This design comes from an exercise in tuning for small area, a short achievable clock period and few clock cycles per item on the open sky130 flow, not from production work. No activity file was given, so power comes from the tool's default toggle rates.

==> run a: inputs <==
==> flow/design.v <==
module rowq8 (
  input  wire        clk,
  input  wire        rst,             
  input  wire        in_valid,
  output wire        in_ready,
  input  wire [31:0] in_data,         
  output wire        out_valid,
  input  wire        out_ready,
  output wire [7:0]  out_q,           
  output wire        out_last,        
  output wire [31:0] out_scale,       
  output wire [7:0]  out_nonfinite,   
  output wire [7:0]  out_zero
);
  reg        in_rdy;
  reg        ir_v;
  reg        ir_s;
  reg [7:0]  ir_e;           
  reg [7:0]  ir_m;           
  reg        ir_st;          
  reg        ir_spec;        
  reg        ir_nan;
  reg        ir_fnz;         
  reg        ir_big;         
  reg [3:0]  ir_k0;          
  wire in_fire = in_valid && in_rdy;
  wire [7:0] d_e   = in_data[30:23];
  wire       d_enz = (d_e != 8'd0);
  wire       d_st  = |in_data[15:0];
  wire       d_fnz = (in_data[22:16] != 7'd0) || d_st;
  reg  [1279:0] ring;        
  wire [9:0]    head = ring[9:0];
  reg [6:0]  ph;             
  reg        ph127;          
  reg        ph0;            
  reg        phge2;          
  reg [6:0]  dist_in;        
  reg [6:0]  dist_out;       
  reg        in_at;          
  reg        out_at;         
  reg [6:0]  gap;            
  reg        gap_nz;         
  reg        full_row;       
  reg        occ_ok;         
  reg [7:0]  rmax;           
  reg        rbig;           
  reg [6:0]  tin [0:7];      
  reg [7:0]  tin_nz;         
  reg [3:0]  dz;             
  reg [7:0]  tin_gt1;        
  reg [7:0]  nf_in;
  reg [6:0]  tout [0:7];
  reg [7:0]  tfx;            
  reg [3:0]  k0;             
  reg [7:0]  m_out;          
  reg        big_out;
  reg [7:0]  nf_conv;
  reg [3:0]  kk;             
  reg        o_v,  k1_v;
  reg [8:0]  o_d,  k1_d;     
  reg [7:0]  acc_z;
  reg [7:0]  fin_z;
  reg [7:0]  nf_out;
  reg [7:0]  s_out;
  wire take     = full_row && out_at && occ_ok;
  wire wr       = ir_v;
  wire row_done = wr && ph127;
  wire pop      = o_v && out_ready;
  wire [8:0] w_diff    = {1'b0, rmax} - {1'b0, ir_e};    
  wire       w_newmax  = ir_fnz && w_diff[8];
  wire       w_eqmax   = ir_fnz && (rmax == ir_e);
  wire [8:0] w_rise    = {1'b0, ir_e} - {1'b0, rmax};    
  wire       w_rise8   = (w_rise[8:3] != 6'd0);
  wire [3:0] w_dl      = w_diff[8] ? 4'd0 :
                         (w_diff[7:3] != 5'd0) ? 4'd8 : {1'b0, w_diff[2:0]};
  reg  [7:0] w_y;
  reg        w_lost;
  always @(*) begin
    case (w_dl)
      4'd0: begin w_y = ir_m;               w_lost = 1'b0;              end
      4'd1: begin w_y = {1'd0, ir_m[7:1]};  w_lost = ir_m[0];           end
      4'd2: begin w_y = {2'd0, ir_m[7:2]};  w_lost = |ir_m[1:0];        end
      4'd3: begin w_y = {3'd0, ir_m[7:3]};  w_lost = |ir_m[2:0];        end
      4'd4: begin w_y = {4'd0, ir_m[7:4]};  w_lost = |ir_m[3:0];        end
      4'd5: begin w_y = {5'd0, ir_m[7:5]};  w_lost = |ir_m[4:0];        end
      4'd6: begin w_y = {6'd0, ir_m[7:6]};  w_lost = |ir_m[5:0];        end
      4'd7: begin w_y = {7'd0, ir_m[7]};    w_lost = |ir_m[6:0];        end
      default: begin w_y = 8'd0;            w_lost = 1'b1;              end
    endcase
  end
  reg [9:0] w_code;
  always @(*) begin
    if (ir_spec)
      w_code = ir_nan ? 10'd0 : {1'b1, 8'd0, ir_s};
    else if (!ir_fnz || w_y == 8'd0)
      w_code = {1'b0, 8'd0, ir_fnz};
    else
      w_code = {ir_s, w_y, ir_st || w_lost};
  end
  wire [7:0] rmax_n = w_newmax ? ir_e : rmax;
  wire       rbig_n = w_newmax ? ir_big : (rbig || (w_eqmax && ir_big));
  wire [7:0] nf_n   = nf_in + {7'd0, ir_spec};
  reg [7:0] w_en;
  reg [2:0] w_off;
  integer d;
  always @(*) begin
    for (d = 0; d < 8; d = d + 1) begin
      w_off   = d - {29'd0, rmax[2:0]} - 1;
      w_en[d] = w_newmax && (w_rise8 || ({1'b0, w_off} < {1'b0, w_rise[2:0]}));
    end
  end
  wire [4:0] dz_s = {1'b0, dz} + {1'b0, w_rise[3:0]};
  wire [3:0] dz_n = !w_newmax ? dz : (w_rise8 || dz_s[4:3] != 2'd0) ? 4'd8 : dz_s[3:0];
  function [3:0] ksat;
    input [3:0] a, b;
    reg [4:0] t;
    begin
      t = {1'b0, a} + {1'b0, b};
      ksat = (t > 5'd9) ? 4'd9 : t[3:0];
    end
  endfunction
  wire       r_small = (rmax[7:3] == 5'd0) && (rmax[2:0] != 3'd7);        
  wire [3:0] k0_r    = (rmax == 8'd0) ? 4'd9 :
                       r_small ? (4'd8 - {1'b0, rmax[2:0]}) : {3'd0, rbig} + 4'd1;
  wire [3:0] k0_rb   = r_small ? (4'd8 - {1'b0, rmax[2:0]}) : {3'd0, rbig || ir_big} + 4'd1;
  wire [3:0] k0_new  = w_newmax ? ir_k0 : w_eqmax ? k0_rb : k0_r;
  wire [4:0] kz_t    = {1'b0, ir_k0} + {1'b0, dz};
  wire [4:0] kz_s    = kz_t + {2'd0, w_rise[2:0]};
  wire [3:0] kk_row  = w_newmax ? ((w_rise8 || kz_s > 5'd9) ? 4'd9 : kz_s[3:0]) :
                       w_eqmax  ? ksat(k0_rb, dz) : ksat(k0_r, dz);
  wire       mo_small = (m_out[7:3] == 5'd0) && (m_out[2:0] != 3'd7);
  wire [7:0] s_conv   = (m_out == 8'd0) ? 8'd127 :
                        mo_small ? 8'd1 : (m_out - 8'd6 + {7'd0, big_out});
  function [3:0] pop8;
    input [7:0] v;
    reg [1:0] a, b, c, e;
    reg [2:0] f, g;
    begin
      a = {1'b0, v[0]} + {1'b0, v[1]};
      b = {1'b0, v[2]} + {1'b0, v[3]};
      c = {1'b0, v[4]} + {1'b0, v[5]};
      e = {1'b0, v[6]} + {1'b0, v[7]};
      f = {1'b0, a} + {1'b0, b};
      g = {1'b0, c} + {1'b0, e};
      pop8 = {1'b0, f} + {1'b0, g};
    end
  endfunction
  wire [6:0] out_idx_p2 = ph + 7'd2;     
  reg [7:0] tfx_n;
  always @(*) begin
    for (d = 0; d < 8; d = d + 1)
      tfx_n[d] = tfx[d] && (tout[d] != out_idx_p2);
  end
  wire       h_s   = head[9];
  wire [7:0] h_y   = head[8:1];
  wire       h_st  = head[0];
  reg [6:0] h_int;
  reg       h_g;
  reg       h_stk;
  always @(*) begin
    case (kk)
      4'd1: begin h_int = h_y[7:1];          h_g = h_y[0]; h_stk = 1'b0;       end
      4'd2: begin h_int = {1'd0, h_y[7:2]};  h_g = h_y[1]; h_stk = h_y[0];     end
      4'd3: begin h_int = {2'd0, h_y[7:3]};  h_g = h_y[2]; h_stk = |h_y[1:0];  end
      4'd4: begin h_int = {3'd0, h_y[7:4]};  h_g = h_y[3]; h_stk = |h_y[2:0];  end
      4'd5: begin h_int = {4'd0, h_y[7:5]};  h_g = h_y[4]; h_stk = |h_y[3:0];  end
      4'd6: begin h_int = {5'd0, h_y[7:6]};  h_g = h_y[5]; h_stk = |h_y[4:0];  end
      4'd7: begin h_int = {6'd0, h_y[7]};    h_g = h_y[6]; h_stk = |h_y[5:0];  end
      4'd8: begin h_int = 7'd0;              h_g = h_y[7]; h_stk = |h_y[6:0];  end
      default: begin h_int = 7'd0;           h_g = 1'b0;   h_stk = 1'b0;       end
    endcase
  end
  wire h_yz = (h_y == 8'd0);
  wire       c_stk  = h_stk || h_st;
  wire       c_inf  = h_s && h_yz;
  wire       c_nz   = !h_yz || (!h_s && h_st);
  wire       c_r    = h_g && (c_stk || h_int[0]);
  wire [7:0] c_q    = c_inf ? (h_st ? 8'h81 : 8'h7F)
                    : (({1'b0, h_int} ^ {8{h_s}}) + {7'd0, h_s ^ c_r});
  wire       c_zero = c_nz && (h_int == 7'd0) && !c_r;
  wire [8:0] c_d    = {c_q, ph127};
  wire       in_at_n    = wr ? in_at : (dist_in == 7'd127);
  wire       out_at_n   = take ? out_at : (dist_out == 7'd127);
  wire       full_row_n = row_done ? 1'b1 :
                          (take && ph127) ? 1'b0 : full_row;
  wire       o_v_n      = pop ? (k1_v || take) : (o_v || take);
  wire       k1_v_n     = pop ? (k1_v && take) : (k1_v || (o_v && take));
  wire       occ_ok_n   = !k1_v_n;
  wire       take_n     = full_row_n && out_at_n && occ_ok_n;
  wire [6:0] dist_in_n  = dist_in + {6'd0, !wr};
  wire [6:0] dist_out_n = dist_out + {6'd0, !take};
  wire       gap_nz_n   = (take == wr) ? gap_nz :
                          take ? (gap != 7'd127) : (gap != 7'd1);
  wire       slot_ok_n  = in_at_n && (!full_row_n || gap_nz_n || take_n);
  assign in_ready      = in_rdy;
  assign out_valid     = o_v;
  assign out_q         = o_d[8:1];
  assign out_last      = o_d[0];
  assign out_scale     = {1'b0, s_out, 23'd0};
  assign out_nonfinite = nf_out;
  assign out_zero      = fin_z;
  always @(posedge clk)
    ring <= {(wr ? w_code : head), ring[1279:10]};
  always @(posedge clk) begin
    begin
      ir_s    <= in_data[31];
      ir_e    <= {d_e[7:1], d_e[0] || !d_enz};
      ir_m    <= {d_enz, in_data[22:16]};
      ir_st   <= d_st;
      ir_spec <= (d_e == 8'hFF);
      ir_nan  <= (d_e == 8'hFF) && d_fnz;
      ir_fnz  <= (d_e != 8'hFF) && (d_enz || d_fnz);
      ir_big  <= (in_data[22:17] == 6'h3F) && (in_data[16] || d_st);
      ir_k0   <= !d_enz ? 4'd7 :
                 (d_e[7:3] != 5'd0 || d_e[2:0] == 3'd7) ?
                   {3'd0, (in_data[22:17] == 6'h3F) && (in_data[16] || d_st)} + 4'd1 :
                   4'd8 - {1'b0, d_e[2:0]};
    end
    if (row_done) begin
      for (d = 0; d < 8; d = d + 1) tout[d] <= w_en[d] ? ph : tin[d];
      k0      <= k0_new;
      m_out   <= rmax_n;
      big_out <= rbig_n;
      nf_conv <= nf_n;
    end
    if (take && ph127)
      nf_out <= nf_conv;
    if (!(o_v || k1_v) || (pop && o_d[0]))
      s_out <= s_conv;
    if (pop) begin
      o_d  <= k1_v ? k1_d : c_d;
      k1_d <= c_d;
    end else begin
      if (!o_v)  o_d  <= c_d;
      if (!k1_v) k1_d <= c_d;
    end
    if (take && ph127)
      fin_z <= acc_z + {7'd0, c_zero};
    if (row_done) begin
      tfx   <= w_en | tin_gt1;
      kk    <= kk_row;
    end else if (take) begin
      tfx   <= tfx_n;
      kk    <= ksat(k0, pop8(tfx));
    end
    for (d = 0; d < 8; d = d + 1)
      if (wr && (ph0 || w_en[d])) tin[d] <= ph;
  end
  always @(posedge clk) begin
    if (rst) begin
      in_rdy   <= 1'b1;
      ir_v     <= 1'b0;
      ph       <= 7'd127;
      ph127    <= 1'b1;
      ph0      <= 1'b0;
      phge2    <= 1'b1;
      dist_in  <= 7'd127;      
      dist_out <= 7'd127;
      in_at    <= 1'b0;
      out_at   <= 1'b0;
      gap_nz   <= 1'b0;
      gap      <= 7'd0;
      full_row <= 1'b0;
      occ_ok   <= 1'b1;
      rmax     <= 8'd0;
      rbig     <= 1'b0;
      nf_in    <= 8'd0;
      tin_nz   <= 8'd0;
      dz       <= 4'd0;
      tin_gt1  <= 8'd0;
      o_v      <= 1'b0;
      k1_v     <= 1'b0;
      acc_z    <= 8'd0;
    end else begin
      in_rdy   <= slot_ok_n;
      ir_v     <= in_fire;
      ph       <= ph + 7'd1;
      ph127    <= (ph == 7'd126);
      ph0      <= ph127;
      phge2    <= !ph127 && !ph0;
      dist_in  <= dist_in_n;
      dist_out <= dist_out_n;
      in_at    <= in_at_n;
      out_at   <= out_at_n;
      gap_nz   <= gap_nz_n;
      gap      <= gap + {6'd0, take} - {6'd0, wr};
      full_row <= full_row_n;
      occ_ok   <= occ_ok_n;
      if (row_done) begin
        rmax   <= 8'd0;
        rbig   <= 1'b0;
        nf_in  <= 8'd0;
        tin_nz <= 8'd0;
        dz     <= 4'd0;
      end else if (wr) begin
        rmax   <= rmax_n;
        rbig   <= rbig_n;
        nf_in  <= nf_n;
        tin_nz <= ph0 ? 8'd0 : (tin_nz | w_en);
        dz     <= ph0 ? 4'd0 : dz_n;
        tin_gt1 <= ph0 ? 8'd0 : (tin_gt1 | (w_en & {8{phge2}}));
      end
      o_v      <= o_v_n;
      k1_v     <= k1_v_n;
      if (take)
        acc_z <= ph127 ? 8'd0 : acc_z + {7'd0, c_zero};
    end
  end
endmodule
==> flow/flow/run.sh <==
#!/bin/bash
# Own layout flow: the standard flow (standard.sh) with two extra ORFS settings
# appended to config.mk:
#  - the port buffers that global placement inserts are buf_2 cells instead of the
#    resizer's default pick (a slow delay buffer);
#  - timing repair aims for a setup slack margin, so the resizer also works on
#    paths that already meet the 14 ns clock.
# The clock, constraints, synthesis and every other step are the standard ones.
set -euo pipefail
cat >> config.mk <<'EOC'
export BUFFER_PORTS_ARGS = -buffer_cell sky130_fd_sc_hd__buf_2
export SETUP_SLACK_MARGIN = 10
EOC
bash standard.sh > standard_flow.log 2>&1
==> flow/standard.sh <==
#!/bin/bash
# synth_recipe.tcl (not shown) runs the flow's synth.tcl, then flattens the netlist and writes it again
# the make line also repeats each setting of config.mk as NAME=value (left out here)
make -C /OpenROAD-flow-scripts/flow DESIGN_CONFIG=/design/flow/config.mk WORK_HOME=/design/flow/orfs CLKGATE_MAP_FILE= SYNTH_SCRIPT=/design/flow/synth_recipe.tcl "${@:-finish}"
==> flow/config.mk <==
export PLATFORM = sky130hd
export DESIGN_NAME = rowq8
export DESIGN_NICKNAME = rowq8
export VERILOG_FILES = /design/flow/design.v
export SDC_FILE = /design/flow/constraint.sdc
export NUM_CORES = 4
export LEC_CHECK = 0
export CAP_MARGIN = 20
export CORE_MARGIN = 2
export CORE_UTILIZATION = 65
export CTS_CLUSTER_DIAMETER = 120
export CTS_CLUSTER_SIZE = 30
export PLACE_DENSITY = 0.75
export SLEW_MARGIN = 20
export SYNTH_MEMORY_MAX_BITS = 8192
export BUFFER_PORTS_ARGS = -buffer_cell sky130_fd_sc_hd__buf_2
export SETUP_SLACK_MARGIN = 10
==> flow/constraint.sdc <==
create_clock -name core_clock -period 14.0 [get_ports {clk}]
set_input_delay 2.8000 -clock core_clock [delete_from_list [all_inputs] [get_ports {clk}]]
set_output_delay 2.8000 -clock core_clock [all_outputs]
set_load 0.01 [all_outputs]
==> run b (differences from run a) <==
--- a/flow/design.v
+++ b/flow/design.v
@@ -32,6 +32,4 @@
   wire [9:0]    head = ring[9:0];
-  reg [6:0]  ph;             
-  reg        ph127;          
-  reg        ph0;            
-  reg        phge2;          
+  reg [6:0]  in_idx;
+  reg [6:0]  out_idx;
   reg [6:0]  dist_in;        
@@ -44,2 +42,5 @@
   reg        occ_ok;         
+  reg        last_at;        
+  reg        in_last;        
+  reg        in_first;       
   reg [7:0]  rmax;           
@@ -50,2 +51,3 @@
   reg [7:0]  tin_gt1;        
+  reg        in_ge2;         
   reg [7:0]  nf_in;
@@ -66,3 +68,3 @@
   wire wr       = ir_v;
-  wire row_done = wr && ph127;
+  wire row_done = wr && in_last;
   wire pop      = o_v && out_ready;
@@ -147,3 +149,3 @@
   endfunction
-  wire [6:0] out_idx_p2 = ph + 7'd2;     
+  wire [6:0] out_idx_p2 = out_idx + 7'd2;
   reg [7:0] tfx_n;
@@ -180,3 +182,3 @@
   wire       c_zero = c_nz && (h_int == 7'd0) && !c_r;
-  wire [8:0] c_d    = {c_q, ph127};
+  wire [8:0] c_d    = {c_q, last_at};
   wire       in_at_n    = wr ? in_at : (dist_in == 7'd127);
@@ -184,3 +186,3 @@
   wire       full_row_n = row_done ? 1'b1 :
-                          (take && ph127) ? 1'b0 : full_row;
+                          (take && last_at) ? 1'b0 : full_row;
   wire       o_v_n      = pop ? (k1_v || take) : (o_v || take);
@@ -219,3 +221,3 @@
     if (row_done) begin
-      for (d = 0; d < 8; d = d + 1) tout[d] <= w_en[d] ? ph : tin[d];
+      for (d = 0; d < 8; d = d + 1) tout[d] <= w_en[d] ? in_idx : tin[d];
       k0      <= k0_new;
@@ -225,3 +227,3 @@
     end
-    if (take && ph127)
+    if (take && last_at)
       nf_out <= nf_conv;
@@ -236,3 +238,3 @@
     end
-    if (take && ph127)
+    if (take && last_at)
       fin_z <= acc_z + {7'd0, c_zero};
@@ -246,3 +248,3 @@
     for (d = 0; d < 8; d = d + 1)
-      if (wr && (ph0 || w_en[d])) tin[d] <= ph;
+      if (wr && (in_first || w_en[d])) tin[d] <= in_idx;
   end
@@ -252,6 +254,4 @@
       ir_v     <= 1'b0;
-      ph       <= 7'd127;
-      ph127    <= 1'b1;
-      ph0      <= 1'b0;
-      phge2    <= 1'b1;
+      in_idx   <= 7'd0;
+      out_idx  <= 7'd0;
       dist_in  <= 7'd127;      
@@ -264,2 +264,5 @@
       occ_ok   <= 1'b1;
+      last_at  <= 1'b0;
+      in_last  <= 1'b0;
+      in_first <= 1'b1;
       rmax     <= 8'd0;
@@ -270,2 +273,3 @@
       tin_gt1  <= 8'd0;
+      in_ge2   <= 1'b0;
       o_v      <= 1'b0;
@@ -276,6 +280,4 @@
       ir_v     <= in_fire;
-      ph       <= ph + 7'd1;
-      ph127    <= (ph == 7'd126);
-      ph0      <= ph127;
-      phge2    <= !ph127 && !ph0;
+      in_idx   <= in_idx + {6'd0, wr};
+      out_idx  <= out_idx + {6'd0, take};
       dist_in  <= dist_in_n;
@@ -288,2 +290,8 @@
       occ_ok   <= occ_ok_n;
+      if (take)
+        last_at <= (out_idx == 7'd126);
+      if (wr) begin
+        in_last  <= (in_idx == 7'd126);
+        in_first <= in_last;
+      end
       if (row_done) begin
@@ -298,5 +306,6 @@
         nf_in  <= nf_n;
-        tin_nz <= ph0 ? 8'd0 : (tin_nz | w_en);
-        dz     <= ph0 ? 4'd0 : dz_n;
-        tin_gt1 <= ph0 ? 8'd0 : (tin_gt1 | (w_en & {8{phge2}}));
+        tin_nz <= in_first ? 8'd0 : (tin_nz | w_en);
+        dz     <= in_first ? 4'd0 : dz_n;
+        tin_gt1 <= in_first ? 8'd0 : (tin_gt1 | (w_en & {8{in_ge2}}));
+        in_ge2 <= !in_first && !in_last;
       end
@@ -305,3 +314,3 @@
       if (take)
-        acc_z <= ph127 ? 8'd0 : acc_z + {7'd0, c_zero};
+        acc_z <= last_at ? 8'd0 : acc_z + {7'd0, c_zero};
     end
CTS_CLUSTER_DIAMETER = unset   (was 120)
CTS_CLUSTER_SIZE = unset   (was 30)
==> run notes <==
metric	run b	run a
Area taken by multi-input logic gates	7760 µm²	7520 µm²
Clock share of power	43.0%	27.1%
Total power draw	9.01 mW	7.47 mW
Maximum number of pins on one net before global-route repair	63	88
Status	timing/DRC/antenna clean	timing/DRC/antenna clean
Final core utilization	75.8%	70.3%
Worst setup startpoint	s_out[4]$_SDFFCE_PN1P_	s_out[0]$_SDFFCE_PP1P_
CP Capture Point	out_scale[27]	out_scale[23]
Clock tree cell share of total cell area	9.85%	3.61%
Full die area	66,200 µm²	65,700 µm²
Sequential share of the synthesized area	80.0%	80.2%
FF-to-FF End	o_d[7]$_DFFE_PP_	tin[5][3]$_DFFE_PP_
Maximum single-stage delay on the critical path	0.55 ns	0.51 ns
Total vias in the final route	20.3k	19.3k
Function was not checked in any run of this note: the RTL went through the layout flow alone.

[re-timing with driven ports]
Ports are ideal in the flow. The routed layouts listed here were re-timed in OpenROAD.
Step 1 sets driving cells, clkbuf_16 on the clock port and buf_2 on the other inputs (assumed; they add their load-dependent delay and slew).
Step 2 times the ports against the registers' clock, not the clock port: input delays grow and output delays shrink by t, the midpoint of the rising clock arrivals with the driver on.
Three values: ideal, step 1, step 2; two values: the first two.
| run | t (ns) | setup WS [ns] | clock arrival spread, ns | worst register clock-pin slew, ns | worst data-port slew with drivers (ns) |
|---|---|---|---|---|---|
| run a | 0.720 | 9.824 / 9.761 / 9.419 | 0.057 / 0.057 | 0.12 / 0.12 | 0.04 |
| run b | 0.771 | 9.727 / 9.660 / 9.446 | 0.038 / 0.038 | 0.07 / 0.07 | 0.08 |
After both steps setup and hold are still met in every run listed. The setup slack of run a, which loses most, moves by -0.063 ns with the drivers and by -0.405 ns with both steps.
